What follows belongs to an exercise in optimizing a design on an open flow for small area, a short achievable clock period and few clock cycles per item; a production flow would make more cautious choices. At most, simulation tests tie the RTL to the original design; equivalence was not proved.

Setup of exp/violet:
// par_engine
module par_engine (
    input  wire         clk,
    input  wire         rst_n,
    input  wire         in_valid,
    output wire         in_ready,
    input  wire         in_first,
    input  wire         in_last,
    input  wire [1:0]   in_kind,      
    input  wire [3:0]   in_sheet,
    input  wire [127:0] in_data,
    input  wire [1:0]   cfg_nerase,
    input  wire [3:0]   cfg_sx,
    input  wire [3:0]   cfg_sy,
    output reg          out_valid,
    input  wire         out_ready,
    output reg  [127:0] out_a,
    output reg  [127:0] out_b,
    output reg          out_lost
);
Size: roughly 6000 cells after synthesis, ~51000 um2 of cells after synthesis.
clock: 22.0 ns
lec_check: 0
cap_margin: 20
core_margin: 2
core_utilization: 30
slew_margin: 20
run.sh (not shown) runs the stock make flow with config.mk's settings and CLKGATE_MAP_FILE= SYNTH_SCRIPT=/design/flow/synth_recipe.tcl, a recipe that flattens the netlist after the stock synthesis.
Here is what was changed in the inputs of exp/maple compared with exp/violet.
diff --git a/flow/design.v b/flow/design.v
--- a/flow/design.v
+++ b/flow/design.v
@@ -344,17 +344,17 @@
     endfunction
     reg          s1_v;
     reg          s1_first;
     reg          s1_last;
     reg  [1:0]   s1_kind;
     reg  [3:0]   s1_sheet;
     reg  [127:0] s1_d;
     reg  [1:0]   g_n;
-    reg  [3:0]   g_sx;
+    reg  [7:0]   g_k;         
     reg  [3:0]   g_sy;
     reg  [127:0] acc_a;
     reg  [127:0] acc_b;
     reg          g_sp;
     reg          g_sq;
     reg          a_done;      
     wire take = in_valid && in_ready;
     assign in_ready = !((a_done || (s1_v && s1_last)) && out_valid);
@@ -362,68 +362,66 @@
         s1_v     <= rst_n && take;
         s1_first <= in_first;
         s1_last  <= in_last;
         s1_kind  <= in_kind;
         s1_sheet <= in_sheet;
         s1_d     <= in_data;
         if (take && in_first) begin
             g_n  <= cfg_nerase;
-            g_sx <= cfg_sx;
+            g_k  <= gf_k(cfg_nerase, cfg_sx, cfg_sy);
             g_sy <= cfg_sy;
         end
     end
     wire       n0 = (g_n == 2'd0);
     wire       n1 = (g_n == 2'd1);
     wire       n2 = g_n[1];
-    wire [7:0] k  = gf_k(g_n, g_sx, g_sy);
     wire [7:0] y  = n2 ? gf_w(g_sy) : 8'h00;
     wire is_d = (s1_kind == 2'd0);
     wire is_p = (s1_kind == 2'd1);
     wire is_q = (s1_kind == 2'd2);
     reg [7:0] v;
     always @(*) begin
         case (s1_kind)
             2'd0:    v = gf_w(s1_sheet) ^ y;
             2'd1:    v = y;
             2'd2:    v = {7'd0, !n0};
             default: v = 8'h00;
         endcase
     end
-    wire [7:0] coef = s1_v ? gf_mul(v, k) : 8'h00;
+    wire [7:0] coef = s1_v ? gf_mul(g_k, v) : 8'h00;
     wire       binc = s1_v && (is_d || (is_p && !n0));
     wire       clr  = s1_v && s1_first;
     reg [127:0] nxt_a;
     reg [127:0] nxt_b;
     integer l;
     always @(*) begin
         for (l = 0; l < 16; l = l + 1)
-            nxt_a[8*l +: 8] = (clr ? 8'h00 : acc_a[8*l +: 8]) ^ gf_mul(s1_d[8*l +: 8], coef);
+            nxt_a[8*l +: 8] = (clr ? 8'h00 : acc_a[8*l +: 8]) ^ gf_mul(coef, s1_d[8*l +: 8]);
         nxt_b = (clr ? 128'd0 : acc_b) ^ (binc ? s1_d : 128'd0);
     end
     wire nxt_sp = (!clr && g_sp) || (s1_v && is_p);
     wire nxt_sq = (!clr && g_sq) || (s1_v && is_q);
     wire res_lost = n1 ? !(nxt_sp || nxt_sq) : n2 ? !(nxt_sp && nxt_sq) : 1'b0;
     wire a_from_b = n0 || (n1 && nxt_sp);
     wire [127:0] res_a = res_lost ? 128'd0 : (a_from_b ? nxt_b : nxt_a);
     wire [127:0] res_b = (res_lost || n1) ? 128'd0 : n0 ? nxt_a : (nxt_a ^ nxt_b);
     wire fin      = (s1_v && s1_last) || a_done;
-    wire out_free = !out_valid || out_ready;
-    wire out_load = fin && out_free;
+    wire out_load = fin && !out_valid;
     always @(posedge clk) begin
         acc_a <= nxt_a;
         acc_b <= nxt_b;
         g_sp  <= nxt_sp;
         g_sq  <= nxt_sq;
         if (out_load) begin
             out_a    <= res_a;
             out_b    <= res_b;
             out_lost <= res_lost;
         end
         if (!rst_n) begin
             a_done    <= 1'b0;
             out_valid <= 1'b0;
         end else begin
-            a_done    <= fin && !out_free;
+            a_done    <= fin && out_valid;
             out_valid <= out_load || (out_valid && !out_ready);
         end
     end
 endmodule
### Flow results
exp/maple vs exp/violet, global routing usage on met2 went down by 3.7 points.
exp/maple -> exp/violet: fraction of the mapped netlist area in adder cells flat
Combined global-route utilization of all metal layers: exp/maple lower than exp/violet
On via count, the higher figure sits with exp/violet, not exp/maple.
exp/maple vs. exp/violet: final critical-path required period went down by 230 ps.
First-iteration DRC count (exp/maple vs. exp/violet) decreases by more than a quarter
Going from exp/violet to exp/maple, the post-synthesis sequential area ratio was found to have gone up by 2.6 points.
Changes observed in exp/maple relative to exp/violet: count of nets after finishing went down by 10%, global-route wire length before repair down about 12%, share of the core filled with cells now larger.
Measured slew at the worst slew-check pin, exp/violet and exp/maple: smaller value in exp/maple
No functional check of the RTL was part of any run of this note.


== lane 3 ==
Another version of the RTL of par_engine (not shown whole).
Size in the first run: roughly 5400 cells after synthesis, ~410 I/O pins, about 46000 sq um of cells after synthesis.
==> module par_engine, before the edit <==
module par_engine (
    input  wire         clk,
    input  wire         rst_n,
    input  wire         in_valid,
    output wire         in_ready,
    input  wire         in_first,
    input  wire         in_last,
    input  wire [1:0]   in_kind,      
    input  wire [3:0]   in_sheet,
    input  wire [127:0] in_data,
    input  wire [1:0]   cfg_nerase,
    input  wire [3:0]   cfg_sx,
    input  wire [3:0]   cfg_sy,
    output reg          out_valid,
    input  wire         out_ready,
    output reg  [127:0] out_a,
    output reg  [127:0] out_b,
    output reg          out_lost
);
    function [7:0] xtime;
        input [7:0] a;
        xtime = {a[6:0], 1'b0} ^ (a[7] ? 8'h1D : 8'h00);
    endfunction
    function [7:0] gf_mul;
        input [7:0] a;
        input [7:0] b;
        integer i;
        reg [7:0] p, aa;
        begin
            p  = 8'h00;
            aa = a;
            for (i = 0; i < 8; i = i + 1) begin
                if (b[i]) p = p ^ aa;
                aa = xtime(aa);
            end
            gf_mul = p;
        end
    endfunction
    localparam [127:0]  W_TAB  = 128'h261387CDE8743A1D8040201008040201;
    localparam [127:0]  K1_TAB = 128'h2C58B07DFAE9CF831B366CD8AD478E01;
    localparam [2047:0] K2_TAB = 2048'h00C382B4A868A0A946177A403339608AC3009B19754DD05D4F8C2EF4806672C0829B002B32EA9ABDBA9E055CF51DCCE4B4192B005664C9296769210AB8F73A85A875325600ACC88F52CED242146DF374684DEA64AC00458D03A481B98428DAFBA0D09AC9C845008A0706551F6F1550A9A95DBD298F8D8A00090E0CAA3EDE2AA0464FBA675203070900121C18497CA154178C9E69CEA4060E120024383092F85F7A2E0521D281550C1C240048706039ED40F45C0A42B91FAA1838480090E0C0723380F5B814846F3E49307090003DDD9D39661DF76D2815DE7C9260E03D007AA76072CC3AF3DA502AA1F839C0DD7A00F48AC0E48574FBA9A0545FED729DA7F400;
    function [7:0] gf_w;
        input [3:0] s;
        gf_w = W_TAB[8*s +: 8];
    endfunction
    function [7:0] gf_k;
        input [1:0] n;
        input [3:0] sx;
        input [3:0] sy;
        begin
            if (n == 2'd0)      gf_k = 8'h01;
            else if (n == 2'd1) gf_k = K1_TAB[8*sx +: 8];
            else                gf_k = K2_TAB[8*{sx, sy} +: 8];
        end
    endfunction
    reg          s1_v;
    reg          s1_first;
    reg          s1_last;
    reg  [1:0]   s1_kind;
    reg  [3:0]   s1_sheet;
    reg  [127:0] s1_d;
    reg  [1:0]   g_n;
    reg  [3:0]   g_sx;
    reg  [3:0]   g_sy;
    reg          ready_r;
    assign in_ready = ready_r;
    wire take = in_valid && ready_r;
    always @(posedge clk) begin
        s1_v     <= rst_n && take;
        s1_first <= in_first;
        s1_last  <= in_last;
        s1_kind  <= in_kind;
        s1_sheet <= in_sheet;
        s1_d     <= in_data;
        if (take && in_first) begin
            g_n  <= cfg_nerase;
            g_sx <= cfg_sx;
            g_sy <= cfg_sy;
        end
    end
    wire       n0 = (g_n == 2'd0);
    wire       n2 = g_n[1];
    wire [7:0] y  = n2 ? gf_w(g_sy) : 8'h00;
    reg [7:0] v;
    always @(*) begin
        case (s1_kind)
            2'd0:    v = gf_w(s1_sheet) ^ y;
            2'd1:    v = y;
            2'd2:    v = {7'd0, !n0};
            default: v = 8'h00;
        endcase
    end
    wire [7:0] coef = gf_mul(gf_k(g_n, g_sx, g_sy), v);
    reg          s2_v;
    reg          s2_last;
    reg          s2_clr;      
    reg          s2_binc;     
    reg          s2_p;
    reg          s2_q;
    reg  [1:0]   s2_n;
    reg  [7:0]   s2_c;
    reg  [127:0] s2_d;
    always @(posedge clk) begin
        s2_v    <= rst_n && s1_v;
        s2_last <= s1_last;
        s2_clr  <= s1_v && s1_first;
        s2_binc <= s1_v && (s1_kind == 2'd0 || (s1_kind == 2'd1 && !n0));
        s2_p    <= s1_v && (s1_kind == 2'd1);
        s2_q    <= s1_v && (s1_kind == 2'd2);
        s2_n    <= g_n;
        s2_c    <= s1_v ? coef : 8'd0;
        s2_d    <= s1_d;
    end
    reg  [127:0] acc_a;
    reg  [127:0] acc_b;
    reg          g_sp;
    reg          g_sq;
    reg          a_done;      
    reg [63:0] cols;
    integer j;
    always @(*) begin
        cols[7:0] = s2_c;
        for (j = 1; j < 8; j = j + 1)
            cols[8*j +: 8] = xtime(cols[8*(j-1) +: 8]);
    end
    reg [127:0] nxt_a;
    reg [127:0] nxt_b;
    integer l, b;
    always @(*) begin
        for (l = 0; l < 16; l = l + 1) begin
            nxt_a[8*l +: 8] = s2_clr ? 8'h00 : acc_a[8*l +: 8];
            for (b = 0; b < 8; b = b + 1)
                if (s2_d[8*l + b]) nxt_a[8*l +: 8] = nxt_a[8*l +: 8] ^ cols[8*b +: 8];
        end
        nxt_b = (s2_clr ? 128'd0 : acc_b) ^ (s2_binc ? s2_d : 128'd0);
    end
    wire nxt_sp = (!s2_clr && g_sp) || s2_p;
    wire nxt_sq = (!s2_clr && g_sq) || s2_q;
    wire r_n0 = (s2_n == 2'd0);
    wire r_n1 = (s2_n == 2'd1);
    wire r_n2 = s2_n[1];
    wire res_lost = r_n1 ? !(nxt_sp || nxt_sq) : r_n2 ? !(nxt_sp && nxt_sq) : 1'b0;
    wire a_from_b = r_n0 || (r_n1 && nxt_sp);
    wire [127:0] res_a = res_lost ? 128'd0 : (a_from_b ? nxt_b : nxt_a);
    wire [127:0] res_b = (res_lost || r_n1) ? 128'd0 : r_n0 ? nxt_a : (nxt_a ^ nxt_b);
    wire fin      = (s2_v && s2_last) || a_done;
    wire out_free = !out_valid;
    wire out_load = fin && out_free;
    wire n_s1last = take && in_last;
    wire n_fin    = (s1_v && s1_last) || (fin && !out_free);
    wire n_ov     = out_load || (out_valid && !out_ready);
    wire n_ready  = !((n_s1last || (n_fin && n_ov)) && (n_fin || n_ov));
    always @(posedge clk) begin
        acc_a <= nxt_a;
        acc_b <= nxt_b;
        g_sp  <= nxt_sp;
        g_sq  <= nxt_sq;
        if (out_load) begin
            out_a    <= res_a;
            out_b    <= res_b;
            out_lost <= res_lost;
        end
        if (!rst_n) begin
            a_done    <= 1'b0;
            out_valid <= 1'b0;
            ready_r   <= 1'b1;
        end else begin
            a_done    <= fin && !out_free;
            out_valid <= n_ov;
            ready_r   <= n_ready;
        end
    end
endmodule
==> flow/config.mk <==
export PLATFORM = sky130hd
export DESIGN_NAME = par_engine
export DESIGN_NICKNAME = par_engine
export VERILOG_FILES = /design/flow/design.v
export SDC_FILE = /design/flow/constraint.sdc
export NUM_CORES = 4
export LEC_CHECK = 0
export CAP_MARGIN = 20
export CORE_MARGIN = 2
export CORE_UTILIZATION = 55
export SLEW_MARGIN = 20
==> flow/constraint.sdc <==
create_clock -name core_clock -period 22.0 [get_ports {clk}]
set_input_delay 4.4000 -clock core_clock [delete_from_list [all_inputs] [get_ports {clk}]]
set_output_delay 4.4000 -clock core_clock [all_outputs]
set_load 0.01 [all_outputs]
standard.sh (not shown) runs the stock make flow with config.mk's settings and CLKGATE_MAP_FILE= SYNTH_SCRIPT=/design/flow/synth_recipe.tcl, a recipe that flattens the netlist after the stock synthesis.
==> flow/flow/run.sh <==
#!/bin/bash
set -euo pipefail
export BUFFER_PORTS_ARGS="-buffer_cell sky130_fd_sc_hd__buf_2"
bash standard.sh > flow.log 2>&1
Testbench counts of lane 3, summed over its fixed seeds: cycles 24,088, items 3,200.
> inputs changed (lane 3 -> lane 2)
--- a/flow/design.v
+++ b/flow/design.v
@@ -56,44 +56,50 @@
     reg          s1_v;
     reg          s1_first;
     reg          s1_last;
     reg  [1:0]   s1_kind;
     reg  [3:0]   s1_sheet;
     reg  [127:0] s1_d;
-    reg  [1:0]   g_n;
+    reg  [1:0]   s1_n;        
+    reg  [3:0]   s1_sx;
+    reg  [3:0]   s1_sy;
+    reg  [1:0]   g_n;         
     reg  [3:0]   g_sx;
     reg  [3:0]   g_sy;
     reg          ready_r;
     assign in_ready = ready_r;
     wire take = in_valid && ready_r;
     always @(posedge clk) begin
         s1_v     <= rst_n && take;
         s1_first <= in_first;
         s1_last  <= in_last;
         s1_kind  <= in_kind;
         s1_sheet <= in_sheet;
         s1_d     <= in_data;
+        s1_n     <= in_first ? cfg_nerase : g_n;
+        s1_sx    <= in_first ? cfg_sx     : g_sx;
+        s1_sy    <= in_first ? cfg_sy     : g_sy;
         if (take && in_first) begin
             g_n  <= cfg_nerase;
             g_sx <= cfg_sx;
             g_sy <= cfg_sy;
         end
     end
-    wire       n0 = (g_n == 2'd0);
-    wire       n2 = g_n[1];
-    wire [7:0] y  = n2 ? gf_w(g_sy) : 8'h00;
+    wire       n0 = (s1_n == 2'd0);
+    wire       n2 = s1_n[1];
+    wire [7:0] y  = n2 ? gf_w(s1_sy) : 8'h00;
     reg [7:0] v;
     always @(*) begin
         case (s1_kind)
             2'd0:    v = gf_w(s1_sheet) ^ y;
             2'd1:    v = y;
             2'd2:    v = {7'd0, !n0};
             default: v = 8'h00;
         endcase
     end
-    wire [7:0] coef = gf_mul(gf_k(g_n, g_sx, g_sy), v);
+    wire [7:0] coef = gf_mul(gf_k(s1_n, s1_sx, s1_sy), v);
     reg          s2_v;
     reg          s2_last;
     reg          s2_clr;      
     reg          s2_binc;     
     reg          s2_p;
     reg          s2_q;
@@ -104,13 +110,14 @@
         s2_v    <= rst_n && s1_v;
         s2_last <= s1_last;
         s2_clr  <= s1_v && s1_first;
         s2_binc <= s1_v && (s1_kind == 2'd0 || (s1_kind == 2'd1 && !n0));
         s2_p    <= s1_v && (s1_kind == 2'd1);
         s2_q    <= s1_v && (s1_kind == 2'd2);
-        s2_n    <= g_n;
+        if (s1_v)
+            s2_n <= s1_n;
         s2_c    <= s1_v ? coef : 8'd0;
         s2_d    <= s1_d;
     end
     reg  [127:0] acc_a;
     reg  [127:0] acc_b;
     reg          g_sp;
- Sequential cell count for lane 2 is higher than for lane 3.
- Compared to lane 3, lane 2 has full die area 1400 sq um higher.
- The post-layout worst setup margin number comes out higher for lane 2 vs lane 3.
- [lane 2 vs lane 3] final core utilization: higher in lane 2
- Actual slew at the worst max-slew pin (lower): lane 3
- In lane 2 relative to lane 3, routability-driven placement congestion ratio had gone up by a few percent.
Only the layout flow was run in lane 2; the RTL was not checked for function there.


Setup of run A:
Another version of the RTL of par_engine (not shown whole).
For scale: ~5,200 cells after synthesis, roughly 410 I/O pins, about 45,000 sq um of cells after synthesis.
==> module par_engine, before the edit <==
module par_engine (
    input  wire         clk,
    input  wire         rst_n,
    input  wire         in_valid,
    output wire         in_ready,
    input  wire         in_first,
    input  wire         in_last,
    input  wire [1:0]   in_kind,      
    input  wire [3:0]   in_sheet,
    input  wire [127:0] in_data,
    input  wire [1:0]   cfg_nerase,
    input  wire [3:0]   cfg_sx,
    input  wire [3:0]   cfg_sy,
    output reg          out_valid,
    input  wire         out_ready,
    output reg  [127:0] out_a,
    output reg  [127:0] out_b,
    output reg          out_lost
);
    function [7:0] xtime;
        input [7:0] a;
        xtime = {a[6:0], 1'b0} ^ (a[7] ? 8'h1D : 8'h00);
    endfunction
    function [7:0] gf_mul;
        input [7:0] a;
        input [7:0] b;
        integer i;
        reg [7:0] p, aa;
        begin
            p  = 8'h00;
            aa = a;
            for (i = 0; i < 8; i = i + 1) begin
                if (b[i]) p = p ^ aa;
                aa = xtime(aa);
            end
            gf_mul = p;
        end
    endfunction
    localparam [127:0]  W_TAB  = 128'h261387CDE8743A1D8040201008040201;
    localparam [127:0]  K1_TAB = 128'h2C58B07DFAE9CF831B366CD8AD478E01;
    localparam [2047:0] K2_TAB = 2048'h00C382B4A868A0A946177A403339608AC3009B19754DD05D4F8C2EF4806672C0829B002B32EA9ABDBA9E055CF51DCCE4B4192B005664C9296769210AB8F73A85A875325600ACC88F52CED242146DF374684DEA64AC00458D03A481B98428DAFBA0D09AC9C845008A0706551F6F1550A9A95DBD298F8D8A00090E0CAA3EDE2AA0464FBA675203070900121C18497CA154178C9E69CEA4060E120024383092F85F7A2E0521D281550C1C240048706039ED40F45C0A42B91FAA1838480090E0C0723380F5B814846F3E49307090003DDD9D39661DF76D2815DE7C9260E03D007AA76072CC3AF3DA502AA1F839C0DD7A00F48AC0E48574FBA9A0545FED729DA7F400;
    function [7:0] gf_w;
        input [3:0] s;
        gf_w = W_TAB[8*s +: 8];
    endfunction
    function [7:0] gf_k;
        input [1:0] n;
        input [3:0] sx;
        input [3:0] sy;
        begin
            if (n == 2'd0)      gf_k = 8'h01;
            else if (n == 2'd1) gf_k = K1_TAB[8*sx +: 8];
            else                gf_k = K2_TAB[8*{sx, sy} +: 8];
        end
    endfunction
    reg          s1_v;
    reg          s1_first;
    reg          s1_last;
    reg  [1:0]   s1_kind;
    reg  [3:0]   s1_sheet;
    reg  [127:0] s1_d;
    reg  [1:0]   g_n;
    reg  [3:0]   g_sx;
    reg  [3:0]   g_sy;
    reg          ready_r;
    assign in_ready = ready_r;
    wire take = in_valid && ready_r;
    always @(posedge clk) begin
        s1_v     <= rst_n && take;
        s1_first <= in_first;
        s1_last  <= in_last;
        s1_kind  <= in_kind;
        s1_sheet <= in_sheet;
        s1_d     <= in_data;
        if (take && in_first) begin
            g_n  <= cfg_nerase;
            g_sx <= cfg_sx;
            g_sy <= cfg_sy;
        end
    end
    wire       n0 = (g_n == 2'd0);
    wire       n2 = g_n[1];
    wire [7:0] y  = n2 ? gf_w(g_sy) : 8'h00;
    reg [7:0] v;
    always @(*) begin
        case (s1_kind)
            2'd0:    v = gf_w(s1_sheet) ^ y;
            2'd1:    v = y;
            2'd2:    v = {7'd0, !n0};
            default: v = 8'h00;
        endcase
    end
    wire [7:0] coef = gf_mul(gf_k(g_n, g_sx, g_sy), v);
    reg          s2_v;
    reg          s2_last;
    reg          s2_clr;      
    reg          s2_binc;     
    reg          s2_p;
    reg          s2_q;
    reg  [1:0]   s2_n;
    reg  [7:0]   s2_c;
    reg  [127:0] s2_d;
    always @(posedge clk) begin
        s2_v    <= rst_n && s1_v;
        s2_last <= s1_last;
        s2_clr  <= s1_v && s1_first;
        s2_binc <= s1_v && (s1_kind == 2'd0 || (s1_kind == 2'd1 && !n0));
        s2_p    <= s1_v && (s1_kind == 2'd1);
        s2_q    <= s1_v && (s1_kind == 2'd2);
        s2_n    <= g_n;
        s2_c    <= s1_v ? coef : 8'd0;
        s2_d    <= s1_d;
    end
    reg  [127:0] acc_a_n;
    reg  [127:0] acc_b_n;
    wire [127:0] acc_a = ~acc_a_n;
    wire [127:0] acc_b = ~acc_b_n;
    reg          g_sp;
    reg          g_sq;
    reg          a_done;      
    reg [63:0] cols;
    integer j;
    always @(*) begin
        cols[7:0] = s2_c;
        for (j = 1; j < 8; j = j + 1)
            cols[8*j +: 8] = xtime(cols[8*(j-1) +: 8]);
    end
    reg [127:0] nxt_a;
    reg [127:0] nxt_b;
    integer l, b;
    always @(*) begin
        for (l = 0; l < 16; l = l + 1) begin
            nxt_a[8*l +: 8] = s2_clr ? 8'h00 : acc_a[8*l +: 8];
            for (b = 0; b < 8; b = b + 1)
                if (s2_d[8*l + b]) nxt_a[8*l +: 8] = nxt_a[8*l +: 8] ^ cols[8*b +: 8];
        end
        nxt_b = (s2_clr ? 128'd0 : acc_b) ^ (s2_binc ? s2_d : 128'd0);
    end
    wire nxt_sp = (!s2_clr && g_sp) || s2_p;
    wire nxt_sq = (!s2_clr && g_sq) || s2_q;
    wire r_n0 = (s2_n == 2'd0);
    wire r_n1 = (s2_n == 2'd1);
    wire r_n2 = s2_n[1];
    wire res_lost = r_n1 ? !(nxt_sp || nxt_sq) : r_n2 ? !(nxt_sp && nxt_sq) : 1'b0;
    wire a_from_b = r_n0 || (r_n1 && nxt_sp);
    wire [127:0] res_a = res_lost ? 128'd0 : (a_from_b ? nxt_b : nxt_a);
    wire [127:0] res_b = (res_lost || r_n1) ? 128'd0 : r_n0 ? nxt_a : (nxt_a ^ nxt_b);
    wire fin      = (s2_v && s2_last) || a_done;
    wire out_free = !out_valid;
    wire out_load = fin && out_free;
    wire n_s1last = take && in_last;
    wire n_fin    = (s1_v && s1_last) || (fin && !out_free);
    wire n_ov     = out_load || (out_valid && !out_ready);
    wire n_ready  = !((n_s1last || (n_fin && n_ov)) && (n_fin || n_ov));
    always @(posedge clk) begin
        acc_a_n <= ~nxt_a;
        acc_b_n <= ~nxt_b;
        g_sp  <= nxt_sp;
        g_sq  <= nxt_sq;
        if (out_load) begin
            out_a    <= res_a;
            out_b    <= res_b;
            out_lost <= res_lost;
        end
        if (!rst_n) begin
            a_done    <= 1'b0;
            out_valid <= 1'b0;
            ready_r   <= 1'b1;
        end else begin
            a_done    <= fin && !out_free;
            out_valid <= n_ov;
            ready_r   <= n_ready;
        end
    end
endmodule
Settings: LEC_CHECK=0, CAP_MARGIN=20, CORE_MARGIN=2, CORE_UTILIZATION=55, CTS_BUF_LIST=sky130_fd_sc_hd__clkbuf_16, CTS_CLUSTER_DIAMETER=100, CTS_CLUSTER_SIZE=24, SLEW_MARGIN=20; clock period 22.0 ns.
==> flow/flow/run.sh <==
#!/bin/bash
set -euo pipefail
export BUFFER_PORTS_ARGS="-buffer_cell sky130_fd_sc_hd__buf_1"
bash standard.sh > flow.log 2>&1
The following lists how run C was set up differently from run A:
--- a/flow/design.v
+++ b/flow/design.v
@@ -40,17 +40,12 @@
     localparam [127:0]  K1_TAB = 128'h2C58B07DFAE9CF831B366CD8AD478E01;
     localparam [2047:0] K2_TAB = 2048'h00C382B4A868A0A946177A403339608AC3009B19754DD05D4F8C2EF4806672C0829B002B32EA9ABDBA9E055CF51DCCE4B4192B005664C9296769210AB8F73A85A875325600ACC88F52CED242146DF374684DEA64AC00458D03A481B98428DAFBA0D09AC9C845008A0706551F6F1550A9A95DBD298F8D8A00090E0CAA3EDE2AA0464FBA675203070900121C18497CA154178C9E69CEA4060E120024383092F85F7A2E0521D281550C1C240048706039ED40F45C0A42B91FAA1838480090E0C0723380F5B814846F3E49307090003DDD9D39661DF76D2815DE7C9260E03D007AA76072CC3AF3DA502AA1F839C0DD7A00F48AC0E48574FBA9A0545FED729DA7F400;
+    localparam [2047:0] INV_TAB = 2048'hFD7EFF7F75E8D442C9D38F03EAB5E7E36AB2216DB4F374FAF1E2B186F0E63F1491190A9978767310D6D743F9F6C871293AA87D855A62F7D29EA3B86535A55912B6AE9A957B0764C5AFBFF2EB6BEEE587B7BE089C3C0D3BCE0546C234C69F821CA2C709AC94BDDC0B5C0FBC9B4F44DF18F50269532D273149B0E4CC7C1DA1541BFCFECD84BB0677DB79DAFBE9D911D128322FEC20B3EF8D524D17C4B95BCA572441370E9763CBC11361251A818C682338934567161E2B883004A64E92D5F85F36E1150CABA9CF22505E40C3A42E6F89486E338B264A1FD0708A2C56605139ED6C2A4B83A08055DE90664C3EE058C072D8965DAA3D98DD9DADBA7AA747F48E0100;
     function [7:0] gf_w;
         input [3:0] s;
         gf_w = W_TAB[8*s +: 8];
     endfunction
-    function [7:0] gf_k;
-        input [1:0] n;
-        input [3:0] sx;
-        input [3:0] sy;
-        begin
-            if (n == 2'd0)      gf_k = 8'h01;
-            else if (n == 2'd1) gf_k = K1_TAB[8*sx +: 8];
-            else                gf_k = K2_TAB[8*{sx, sy} +: 8];
-        end
+    function [7:0] gf_inv;
+        input [7:0] a;
+        gf_inv = INV_TAB[8*a +: 8];
     endfunction
     reg          s1_v;
@@ -58,7 +53,10 @@
     reg          s1_last;
     reg  [1:0]   s1_kind;
-    reg  [3:0]   s1_sheet;
+    reg  [1:0]   s1_n;        
+    reg  [7:0]   s1_ws;       
+    reg  [7:0]   s1_y;        
+    reg  [7:0]   s1_l;        
     reg  [127:0] s1_d;
-    reg  [1:0]   g_n;
+    reg  [1:0]   g_n;         
     reg  [3:0]   g_sx;
     reg  [3:0]   g_sy;
@@ -66,4 +64,9 @@
     assign in_ready = ready_r;
     wire take = in_valid && ready_r;
+    wire [1:0] c_n  = in_first ? cfg_nerase : g_n;
+    wire [3:0] c_sx = in_first ? cfg_sx     : g_sx;
+    wire [3:0] c_sy = in_first ? cfg_sy     : g_sy;
+    wire [7:0] c_wy = c_n[1] ? gf_w(c_sy) : 8'h00;
+    wire [7:0] c_l  = (c_n == 2'd0) ? 8'h01 : (gf_w(c_sx) ^ c_wy);
     always @(posedge clk) begin
         s1_v     <= rst_n && take;
@@ -71,5 +74,8 @@
         s1_last  <= in_last;
         s1_kind  <= in_kind;
-        s1_sheet <= in_sheet;
+        s1_n     <= c_n;
+        s1_ws    <= gf_w(in_sheet);
+        s1_y     <= c_wy;
+        s1_l     <= c_l;
         s1_d     <= in_data;
         if (take && in_first) begin
@@ -79,17 +85,15 @@
         end
     end
-    wire       n0 = (g_n == 2'd0);
-    wire       n2 = g_n[1];
-    wire [7:0] y  = n2 ? gf_w(g_sy) : 8'h00;
+    wire       n0 = (s1_n == 2'd0);
     reg [7:0] v;
     always @(*) begin
         case (s1_kind)
-            2'd0:    v = gf_w(s1_sheet) ^ y;
-            2'd1:    v = y;
+            2'd0:    v = s1_ws ^ s1_y;
+            2'd1:    v = s1_y;
             2'd2:    v = {7'd0, !n0};
             default: v = 8'h00;
         endcase
     end
-    wire [7:0] coef = gf_mul(gf_k(g_n, g_sx, g_sy), v);
+    wire [7:0] coef = gf_mul(gf_inv(s1_l), v);
     reg          s2_v;
     reg          s2_last;
@@ -108,5 +112,5 @@
         s2_p    <= s1_v && (s1_kind == 2'd1);
         s2_q    <= s1_v && (s1_kind == 2'd2);
-        s2_n    <= g_n;
+        s2_n    <= s1_v ? s1_n : s2_n;
         s2_c    <= s1_v ? coef : 8'd0;
         s2_d    <= s1_d;
## What came out
- The worst slew margin relative to its limit number comes out lower for run C vs run A.
- Compared to run A, run C has fraction of standard cell area that is sequential 0.60 points higher.
- First-pass GRT wire length: run C better than run A
- Between run A and run C, the share of cell area taken by muxes after synthesis is higher for run C.
- On run C: clock skew is 0.0066 ns higher than what run A gave.
- Of run A and run C, the run reporting the lower overall global routing resource usage was run C.
- Delta (run C minus run A): compound-cell area share of the yosys netlist increased 0.20 points; area overhead of the layout relative to synthesis decreased 0.16 points; routed wire length decreased about 6.4%.
No functional check of the RTL was part of any run of this note.

-- afterwards: timing with drivers on the ports --
No port has a modelled driver above. Below, the same layouts with a new extraction and two added sets of constraints. Step 1 sets driving cells, clkbuf_16 on the clock port and buf_2 on the other inputs (assumed; they add their load-dependent delay and slew). Step 2 times the ports against the registers' clock, not the clock port: input delays grow and output delays shrink by t, the midpoint of the rising clock arrivals with the driver on. Slacks: ideal / step 1 / step 2; pairs: ideal / step 1.
run	t (ns)	setup slack, ns	worst hold slack (ns)	latest minus earliest clock arrival (ns)	worst slew at a driven data input, ns
exp/violet	0.791	13.552 / 13.605 / 12.814	0.493 / 0.493 / 0.493	0.043 / 0.042	0.17
exp/maple	0.761	13.782 / 13.838 / 13.077	0.487 / 0.487 / 0.487	0.040 / 0.040	0.15
lane 3	0.740	16.240 / 16.169 / 16.540	0.302 / 0.302 / 0.302	0.037 / 0.037	0.10
lane 2	0.719	16.251 / 16.179 / 16.498	0.311 / 0.311 / 0.311	0.031 / 0.032	0.06
run A	0.698	16.027 / 16.027 / 16.027	0.320 / 0.320 / 0.320	0.033 / 0.034	0.08
run C	0.679	15.769 / 15.817 / 15.138	0.309 / 0.309 / 0.309	0.048 / 0.048	0.12
After both steps setup and hold are still met in every run listed. For exp/violet, which loses most, drivers alone change the setup slack by +0.053 ns; drivers and shift together by -0.738 ns.
